From an optimization exercise on the open Yosys and OpenROAD flow, aimed at small area and a short achievable clock period; shortcuts taken in it are not production practice. Where RTL was checked, it was by simulation tests only, not by an equivalence proof against the original. Power is estimated from default activity; no workload was simulated.

// mosaic_coder
module mosaic_coder (
    input  wire        clk,
    input  wire        rst,           
    input  wire        in_valid,
    input  wire        in_first,      
    input  wire        in_last,       
    input  wire [3:0]  in_depth,      
    input  wire [2:0]  in_pred,       
    input  wire [4:0]  in_avail,      
    input  wire        in_ef_colour,  
    input  wire [15:0] in_x,
    input  wire [15:0] in_a,
    input  wire [15:0] in_b,
    input  wire [15:0] in_c,
    input  wire [15:0] in_e,
    input  wire [15:0] in_f,
    output reg         out_valid,
    output reg  [29:0] out_code,      
    output reg  [4:0]  out_len,
    output reg         blk_valid,
    output reg  [2:0]  blk_pred,
    output reg  [22:0] blk_bits
);
  genvar g;
  integer p, j;
  wire [15:0] mid0 = 16'd1 << (in_depth + 4'd7);           
  wire        a_av = in_avail[0];
  wire        b_av = in_avail[1];
  wire        c_av = in_avail[2];
  wire [15:0] a0 = a_av ? in_a : b_av ? in_b : mid0;
  ...
Size: roughly 180 I/O pins, about 30000 um^2 of cells after synthesis.
export LEC_CHECK = 0
export ABC_AREA = 1
export CAP_MARGIN = 20
export CORE_MARGIN = 2
export CORE_UTILIZATION = 60
export CTS_CLUSTER_DIAMETER = 60
export CTS_CLUSTER_SIZE = 30
export SLEW_MARGIN = 70
create_clock -name core_clock -period 20.0 [get_ports {clk}]
standard.sh (not shown) runs the stock make flow with config.mk's settings and CLKGATE_MAP_FILE= SYNTH_SCRIPT=/design/flow/synth_recipe.tcl, a recipe that flattens the netlist after the stock synthesis.
==> flow/flow/run.sh <==
#!/bin/bash
# Layout flow: the standard ORFS flow (standard.sh) with three changes in
# how the layout is made:
#  - synthesis maps adders as plain logic for abc (no half/full adder cells,
#    yosys's default Brent-Kung carry network instead of Kogge-Stone);
#  - abc maps with a 3.0 ns delay target and recovers area within it
#    (flow/abc_area.script, used for the synthesis step only);
#  - ports are buffered with sky130_fd_sc_hd__buf_2 cells.
# Each step's full output goes to a log file in this folder.
set -euo pipefail
export ADDER_MAP_FILE=
export SYNTH_OPERATIONS_ARGS=-booth
export BUFFER_PORTS_ARGS="-buffer_cell sky130_fd_sc_hd__buf_2"

# Synthesis, with a copy of ORFS's scripts whose abc area script is ours
rm -rf synth_scripts
cp -r "$FLOW_HOME/scripts" synth_scripts
cp flow/abc_area.script synth_scripts/abc_area.script
SCRIPTS_DIR="$PWD/synth_scripts" bash standard.sh synth > synth.log 2>&1

# The rest of the standard flow
bash standard.sh > standard.log 2>&1
==> flow/flow/abc_area.script <==
strash
dch
map -D 3000
topo
stime -c
buffer -c
upsize -c
dnsize -c
The baseline produced a clean layout.
Change:
--- a/flow/design.v
+++ b/flow/design.v
@@ -280,37 +280,35 @@
       for (i = 1; i < 11; i = i + 1)
         ge[i] = (|(nw >> i)) | (neg & ((nw & ((17'd1 << i) - 17'd1)) == ((17'd1 << i) - 17'd1)));
       ctx_ge[0] = |(ds & {ge[6], ge[5], ge[4], ge[3], ge[2], ge[1], ge[0], ge[0], ge[0]});
       ctx_ge[1] = |(ds & {ge[8], ge[7], ge[6], ge[5], ge[4], ge[3], ge[2], ge[1], ge[1]});
       ctx_ge[2] = |(ds & ge[10:2]);
     end
   endfunction
   wire [2:0] ge_u = ctx_ge(u_abc, dsel);
   wire [2:0] ge_v = ctx_ge(v_ab, dsel);
-  reg         v2, first2, last2, use_ef2, ctx_u2;
-  reg  [2:0]  pred2, ge_u2, ge_v2;
-  reg  [1:0]  med2;
+  wire [2:0] ge   = (a_lt_c == b_lt_c) ? ge_u : ge_v;
+  wire [1:0] q    = ge[2] ? 2'd3 : ge[1] ? 2'd2 : ge[0] ? 2'd1 : 2'd0;
+  reg         v2, first2, last2, use_ef2;
+  reg  [2:0]  pred2;
+  reg  [1:0]  q2, med2;
   reg  [15:0] m2 [0:5];
   always @(posedge clk) begin
     v2      <= v1 && !rst;
     first2  <= first1;
     last2   <= last1;
     use_ef2 <= use_ef1;
     pred2   <= pred1;
-    ctx_u2  <= (a_lt_c == b_lt_c);
-    ge_u2   <= ge_u;
-    ge_v2   <= ge_v;
+    q2      <= q;
     med2    <= med_u;
     for (p = 0; p < 6; p = p + 1)
       m2[p] <= m_u[p];
   end
-  wire [2:0] ge = ctx_u2 ? ge_u2 : ge_v2;
-  wire [1:0] q2 = ge[2] ? 2'd3 : ge[1] ? 2'd2 : ge[0] ? 2'd1 : 2'd0;
   wire [4:0] k_u    [0:5];
   wire [4:0] cost_u [0:5];
   generate
     for (g = 0; g < 6; g = g + 1) begin : g_cost
       mc_class u_cls (.m(m2[g]), .k(k_u[g]));
       mc_cost u_cost (.q(q2), .k(k_u[g]), .cost(cost_u[g]));
     end
   endgenerate
   wire [2:0] med_sel = {1'b0, med2};
Effect: Total power decreases slightly. Worst setup slack is worse by 74 ps. Cell area decreases slightly. Clock power decreases by a few percent. Via count stays flat. Clock-buffer cell count decreases by 4. Fmax decreases slightly. Sequential cell count decreases by 5. Synthesized area decreases slightly.

## 08-28
Another version of the RTL of mosaic_coder (not shown whole).
Size: roughly 5500 cells after synthesis, about 460 flip-flops, ~180 I/O pins, about 0.033 mm^2 of cells after synthesis.
// mosaic_coder
module mosaic_coder (
    input  wire        clk,
    input  wire        rst,           
    input  wire        in_valid,
    input  wire        in_first,      
    input  wire        in_last,       
    input  wire [3:0]  in_depth,      
    input  wire [2:0]  in_pred,       
    input  wire [4:0]  in_avail,      
    input  wire        in_ef_colour,  
    input  wire [15:0] in_x,
    input  wire [15:0] in_a,
    input  wire [15:0] in_b,
    input  wire [15:0] in_c,
    input  wire [15:0] in_e,
    input  wire [15:0] in_f,
    output reg         out_valid,
    output reg  [29:0] out_code,      
    output reg  [4:0]  out_len,
    output reg         blk_valid,
    output reg  [2:0]  blk_pred,
    output reg  [22:0] blk_bits
);
export LEC_CHECK = 0
export ABC_AREA = 1
export CAP_MARGIN = 20
export CORE_MARGIN = 2
export CORE_UTILIZATION = 60
export CTS_CLUSTER_DIAMETER = 60
export CTS_CLUSTER_SIZE = 30
export SLEW_MARGIN = 70
create_clock -name core_clock -period 20.0 [get_ports {clk}]
==> flow/flow/run.sh <==
#!/bin/bash
# Layout flow: the standard ORFS flow (standard.sh) with two changes in
# how the layout is made:
#  - synthesis maps adders as plain logic for abc (no half/full adder cells,
#    yosys's default Brent-Kung carry network instead of Kogge-Stone);
#  - ports are buffered with sky130_fd_sc_hd__buf_2 cells.
# Every tool's output goes to standard.log in this folder.
set -euo pipefail
export ADDER_MAP_FILE=
export SYNTH_OPERATIONS_ARGS=-booth
export BUFFER_PORTS_ARGS="-buffer_cell sky130_fd_sc_hd__buf_2"
bash standard.sh > standard.log 2>&1
For 11-13, these inputs were changed with respect to 08-28:
diff --git a/flow/design.v b/flow/design.v
--- a/flow/design.v
+++ b/flow/design.v
@@ -195,67 +195,62 @@
     input  wire [15:0] in_f,
     output reg         out_valid,
     output reg  [29:0] out_code,      
     output reg  [4:0]  out_len,
     output reg         blk_valid,
     output reg  [2:0]  blk_pred,
     output reg  [22:0] blk_bits
 );
   genvar g;
   integer p, j;
+  wire [15:0] mid0 = 16'd1 << (in_depth + 4'd7);           
   wire        a_av = in_avail[0];
   wire        b_av = in_avail[1];
   wire        c_av = in_avail[2];
-  wire        none = !a_av && !b_av;
+  wire [15:0] a0 = a_av ? in_a : b_av ? in_b : mid0;
+  wire [15:0] b0 = b_av ? in_b : a_av ? in_a : mid0;
+  wire [15:0] c0 = (c_av && (a_av || b_av)) ? in_c : b0;
   reg         v1, first1, last1, use_ef1;
-  reg         none1, a_of_a1, b_of_b1, c_of_c1;
   reg  [3:0]  depth1;
   reg  [2:0]  pred1;
-  reg  [15:0] x1, ai1, bi1, ci1, e1, f1;
+  reg  [15:0] x1, a1, b1, c1, e1, f1;
   always @(posedge clk) begin
     v1      <= in_valid && !rst;
     first1  <= in_first;
     last1   <= in_last;
     depth1  <= in_depth;
     pred1   <= in_pred;
     use_ef1 <= in_avail[3] && in_avail[4] && in_ef_colour;
-    none1   <= none;
-    a_of_a1 <= a_av;                     
-    b_of_b1 <= b_av;                     
-    c_of_c1 <= c_av;                     
     x1      <= in_x;
-    ai1     <= in_a;
-    bi1     <= in_b;
-    ci1     <= in_c;
+    a1      <= a0;
+    b1      <= b0;
+    c1      <= c0;
     e1      <= in_e;
     f1      <= in_f;
   end
   wire [8:0]  dsel;                                        
   generate
     for (g = 0; g < 9; g = g + 1) begin : g_dsel
       assign dsel[g] = (depth1 == g);
     end
   endgenerate
   wire [14:0] umask;                               
   generate
     for (g = 0; g < 15; g = g + 1) begin : g_umask
       if (g <= 6) begin : g_lo
         assign umask[g] = 1'b1;
       end else begin : g_hi
         assign umask[g] = |dsel[8:g-6];
       end
     end
   endgenerate
   wire [15:0] mid = {dsel, 7'd0};                         
-  wire [15:0] a1 = none1 ? mid : a_of_a1 ? ai1 : bi1;
-  wire [15:0] b1 = none1 ? mid : b_of_b1 ? bi1 : ai1;
-  wire [15:0] c1 = none1 ? mid : c_of_c1 ? ci1 : b1;
   wire [16:0] av_t = {x1, 1'b1} + {1'b1, ~a1} + {1'b1, ~b1} + {16'd0, ~(a1[0] ^ b1[0])};
   wire [16:0] ef_t = {x1, 1'b1} + {1'b1, ~e1} + {1'b1, ~f1} + {16'd0, ~(e1[0] ^ f1[0])};
   wire [15:0] diff [0:5];
   assign diff[0] = x1 ^ mid;
   assign diff[1] = x1 - a1;
   assign diff[2] = x1 - b1;
   assign diff[3] = x1 - a1 - b1 + c1;
   assign diff[4] = av_t[16:1];
   assign diff[5] = ef_t[16:1];
   wire [15:0] m_u [0:5];
Results
Source-to-sink clock delay at the later pin of the worst-skew pair: higher on 11-13
Delta (11-13 minus 08-28): count of inverters other than clock inverters in the layout lower, global-route wire length before repair higher, cell count after placement lower, post-route fraction of the period consumed by the critical path roughly the same, sequential cell count lower.
On post-synth design cell area: 11-13 sits below 08-28.
Against 08-28, 11-13 reports a finished layout cell area that is lower.
Lower die height among 11-13 and 08-28: 11-13
Compared with 08-28, 11-13 shows number of DRC violations after detailed-routing iteration 0 higher by about 1.4%.

mosaic_coder again, from the RTL that the note above started with.
// mosaic_coder
module mosaic_coder (
    input  wire        clk,
    input  wire        rst,           
    input  wire        in_valid,
    input  wire        in_first,      
    input  wire        in_last,       
    input  wire [3:0]  in_depth,      
    input  wire [2:0]  in_pred,       
    input  wire [4:0]  in_avail,      
    input  wire        in_ef_colour,  
    input  wire [15:0] in_x,
    input  wire [15:0] in_a,
    input  wire [15:0] in_b,
    input  wire [15:0] in_c,
    input  wire [15:0] in_e,
    input  wire [15:0] in_f,
    output reg         out_valid,
    output reg  [29:0] out_code,      
    output reg  [4:0]  out_len,
    output reg         blk_valid,
    output reg  [2:0]  blk_pred,
    output reg  [22:0] blk_bits
);
export LEC_CHECK = 0
export ABC_AREA = 1
export CAP_MARGIN = 20
export CORE_MARGIN = 2
export CORE_UTILIZATION = 60
export CTS_CLUSTER_DIAMETER = 60
export CTS_CLUSTER_SIZE = 30
export SLEW_MARGIN = 70
create_clock -name core_clock -period 20.0 [get_ports {clk}]
==> flow/flow/run.sh <==
#!/bin/bash
# Layout flow: the standard ORFS flow (standard.sh) with three changes in
# how the layout is made:
#  - synthesis maps adders as plain logic for abc (no half/full adder cells,
#    yosys's default Brent-Kung carry network instead of Kogge-Stone);
#  - abc maps with a 2.6 ns delay target and recovers area within it
#    (flow/abc_area.script, used for the synthesis step only);
#  - ports are buffered with sky130_fd_sc_hd__buf_2 cells.
# Each step's full output goes to a log file in this folder.
set -euo pipefail
export ADDER_MAP_FILE=
export SYNTH_OPERATIONS_ARGS=-booth
export BUFFER_PORTS_ARGS="-buffer_cell sky130_fd_sc_hd__buf_2"

# Synthesis, with a copy of ORFS's scripts whose abc area script is ours
rm -rf synth_scripts
cp -r "$FLOW_HOME/scripts" synth_scripts
cp flow/abc_area.script synth_scripts/abc_area.script
SCRIPTS_DIR="$PWD/synth_scripts" bash standard.sh synth > synth.log 2>&1

# The rest of the standard flow
bash standard.sh > standard.log 2>&1
==> flow/flow/abc_area.script <==
strash
dch
map -D 2600
topo
stime -c
buffer -c
upsize -c
dnsize -c
The starting point passed the timing, design-rule and antenna checks.
==> next run, changes <==
--- a/flow/design.v
+++ b/flow/design.v
@@ -226,53 +226,37 @@
     ai1     <= in_a;
     bi1     <= in_b;
     ci1     <= in_c;
     e1      <= in_e;
     f1      <= in_f;
   end
   wire [8:0]  dsel;                                        
   generate
     for (g = 0; g < 9; g = g + 1) begin : g_dsel
       assign dsel[g] = (depth1 == g);
     end
   endgenerate
-  wire [14:0] umask;                               
-  generate
-    for (g = 0; g < 15; g = g + 1) begin : g_umask
-      if (g <= 6) begin : g_lo
-        assign umask[g] = 1'b1;
-      end else begin : g_hi
-        assign umask[g] = |dsel[8:g-6];
-      end
-    end
-  endgenerate
   wire [15:0] mid = {dsel, 7'd0};                         
   wire [15:0] a1 = none1 ? mid : a_of_a1 ? ai1 : bi1;
   wire [15:0] b1 = none1 ? mid : b_of_b1 ? bi1 : ai1;
   wire [15:0] c1 = none1 ? mid : c_of_c1 ? ci1 : b1;
   wire [16:0] av_t = {x1, 1'b1} + {1'b1, ~a1} + {1'b1, ~b1} + {16'd0, ~(a1[0] ^ b1[0])};
   wire [16:0] ef_t = {x1, 1'b1} + {1'b1, ~e1} + {1'b1, ~f1} + {16'd0, ~(e1[0] ^ f1[0])};
   wire [15:0] diff [0:5];
   assign diff[0] = x1 ^ mid;
   assign diff[1] = x1 - a1;
   assign diff[2] = x1 - b1;
   assign diff[3] = x1 - a1 - b1 + c1;
   assign diff[4] = av_t[16:1];
   assign diff[5] = ef_t[16:1];
-  wire [15:0] m_u [0:5];
-  generate
-    for (g = 0; g < 6; g = g + 1) begin : g_res
-      mc_residue u_res (.diff(diff[g]), .dsel(dsel), .umask(umask), .m(m_u[g]));
-    end
-  endgenerate
   wire        a_lt_c = a1 < c1;
   wire        b_lt_c = b1 < c1;
   wire [17:0] v_ab   = {2'b0, a1} - {2'b0, b1};                      
   wire [17:0] u_abc  = {2'b0, a1} + {2'b0, b1} - {1'b0, c1, 1'b0};   
   wire        a_lt_b = v_ab[17];
   wire [1:0]  med_u  = (a_lt_c && b_lt_c)   ? (a_lt_b ? 2'd1 : 2'd2) :
                        (!a_lt_c && !b_lt_c) ? (a_lt_b ? 2'd2 : 2'd1) : 2'd3;
   function [2:0] ctx_ge;            
     input [17:0] w;
     input [8:0]  ds;
     reg          neg;
     reg   [16:0] nw;
@@ -282,41 +266,65 @@
       neg = w[17];
       nw  = w[16:0] ^ {17{neg}};    
       ge[0] = (|nw) | neg;
       for (i = 1; i < 11; i = i + 1)
         ge[i] = (|(nw >> i)) | (neg & ((nw & ((17'd1 << i) - 17'd1)) == ((17'd1 << i) - 17'd1)));
       ctx_ge[0] = |(ds & {ge[6], ge[5], ge[4], ge[3], ge[2], ge[1], ge[0], ge[0], ge[0]});
       ctx_ge[1] = |(ds & {ge[8], ge[7], ge[6], ge[5], ge[4], ge[3], ge[2], ge[1], ge[1]});
       ctx_ge[2] = |(ds & ge[10:2]);
     end
   endfunction
   wire [2:0] ge_u = ctx_ge(u_abc, dsel);
   wire [2:0] ge_v = ctx_ge(v_ab, dsel);
-  wire [2:0] ge   = (a_lt_c == b_lt_c) ? ge_u : ge_v;
-  wire [1:0] q    = ge[2] ? 2'd3 : ge[1] ? 2'd2 : ge[0] ? 2'd1 : 2'd0;
-  reg         v2, first2, last2, use_ef2;
-  reg  [2:0]  pred2;
-  reg  [1:0]  q2, med2;
-  reg  [15:0] m2 [0:5];
+  reg         v2, first2, last2, use_ef2, ctx_u2;
+  reg  [2:0]  pred2, ge_u2, ge_v2;
+  reg  [1:0]  med2;
+  reg  [3:0]  depth2;
+  reg  [15:0] diff2 [0:5];
   always @(posedge clk) begin
     v2      <= v1 && !rst;
     first2  <= first1;
     last2   <= last1;
     use_ef2 <= use_ef1;
     pred2   <= pred1;
-    q2      <= q;
+    depth2  <= depth1;
+    ctx_u2  <= (a_lt_c == b_lt_c);
+    ge_u2   <= ge_u;
+    ge_v2   <= ge_v;
     med2    <= med_u;
     for (p = 0; p < 6; p = p + 1)
-      m2[p] <= m_u[p];
+      diff2[p] <= diff[p];
   end
+  wire [8:0]  dsel2;                                       
+  wire [14:0] umask2;                              
+  generate
+    for (g = 0; g < 9; g = g + 1) begin : g_dsel2
+      assign dsel2[g] = (depth2 == g);
+    end
+    for (g = 0; g < 15; g = g + 1) begin : g_umask2
+      if (g <= 6) begin : g_lo
+        assign umask2[g] = 1'b1;
+      end else begin : g_hi
+        assign umask2[g] = |dsel2[8:g-6];
+      end
+    end
+  endgenerate
+  wire [15:0] m2 [0:5];
+  generate
+    for (g = 0; g < 6; g = g + 1) begin : g_res
+      mc_residue u_res (.diff(diff2[g]), .dsel(dsel2), .umask(umask2), .m(m2[g]));
+    end
+  endgenerate
+  wire [2:0] ge = ctx_u2 ? ge_u2 : ge_v2;
+  wire [1:0] q2 = ge[2] ? 2'd3 : ge[1] ? 2'd2 : ge[0] ? 2'd1 : 2'd0;
   wire [4:0] k_u    [0:5];
   wire [4:0] cost_u [0:5];
   generate
     for (g = 0; g < 6; g = g + 1) begin : g_cost
       mc_class u_cls (.m(m2[g]), .k(k_u[g]));
       mc_cost u_cost (.q(q2), .k(k_u[g]), .cost(cost_u[g]));
     end
   endgenerate
   wire [2:0] med_sel = {1'b0, med2};
   wire [2:0] p5_sel  = use_ef2 ? 3'd5 : med_sel;
   reg  [4:0] cost3, cost5;
   always @* begin
Sequential share of layout area grows by 0.33 points. Global-route usage falls by 2.5 points. Design area goes up by 0.65%. Clock power came out higher by 10%. Cell count falls by 2.6%. Die area stays flat. Sequential cell count goes up by 9. Wire length falls by 6.2%. Sequential power barely changes. Setup slack improves by 240 ps. Area after synthesis is about the same.
No functional check of the RTL was part of the second run of this note.

==> separate check: timing with driven ports <==
How much do the figures lean on ideal ports? The routed layouts below were timed once more, with nothing changed but the port constraints. Step 1 sets driving cells, clkbuf_16 on the clock port and buf_2 on the other inputs (assumed; they add their load-dependent delay and slew). Step 2 also shifts input and output timing later by t, the mid clock arrival at the registers, as if the neighbouring blocks saw the same clock. a / b / c = no drivers / after step 1 / after step 2; a / b = the first two.
run	shift t [ns]	setup slack, ns	slew at the worst register clock pin (ns)	worst slew at a driven data input, ns
the first run of note 1	0.651	14.946 / 14.883 / 14.482	0.09 / 0.09	0.07
the second run of note 1	0.641	14.871 / 14.871 / 14.546	0.10 / 0.10	0.05
08-28	0.641	14.943 / 14.878 / 15.189	0.10 / 0.10	0.05
11-13	0.662	14.914 / 14.850 / 14.313	0.10 / 0.10	0.06
the first run of note 3	0.647	14.663 / 14.663 / 14.663	0.09 / 0.09	0.05
the second run of note 3	0.653	14.907 / 14.844 / 14.917	0.10 / 0.10	0.06
After both steps setup and hold are still met in every run listed. For 11-13, which loses most, drivers alone change the setup slack by -0.064 ns; drivers and shift together by -0.601 ns.
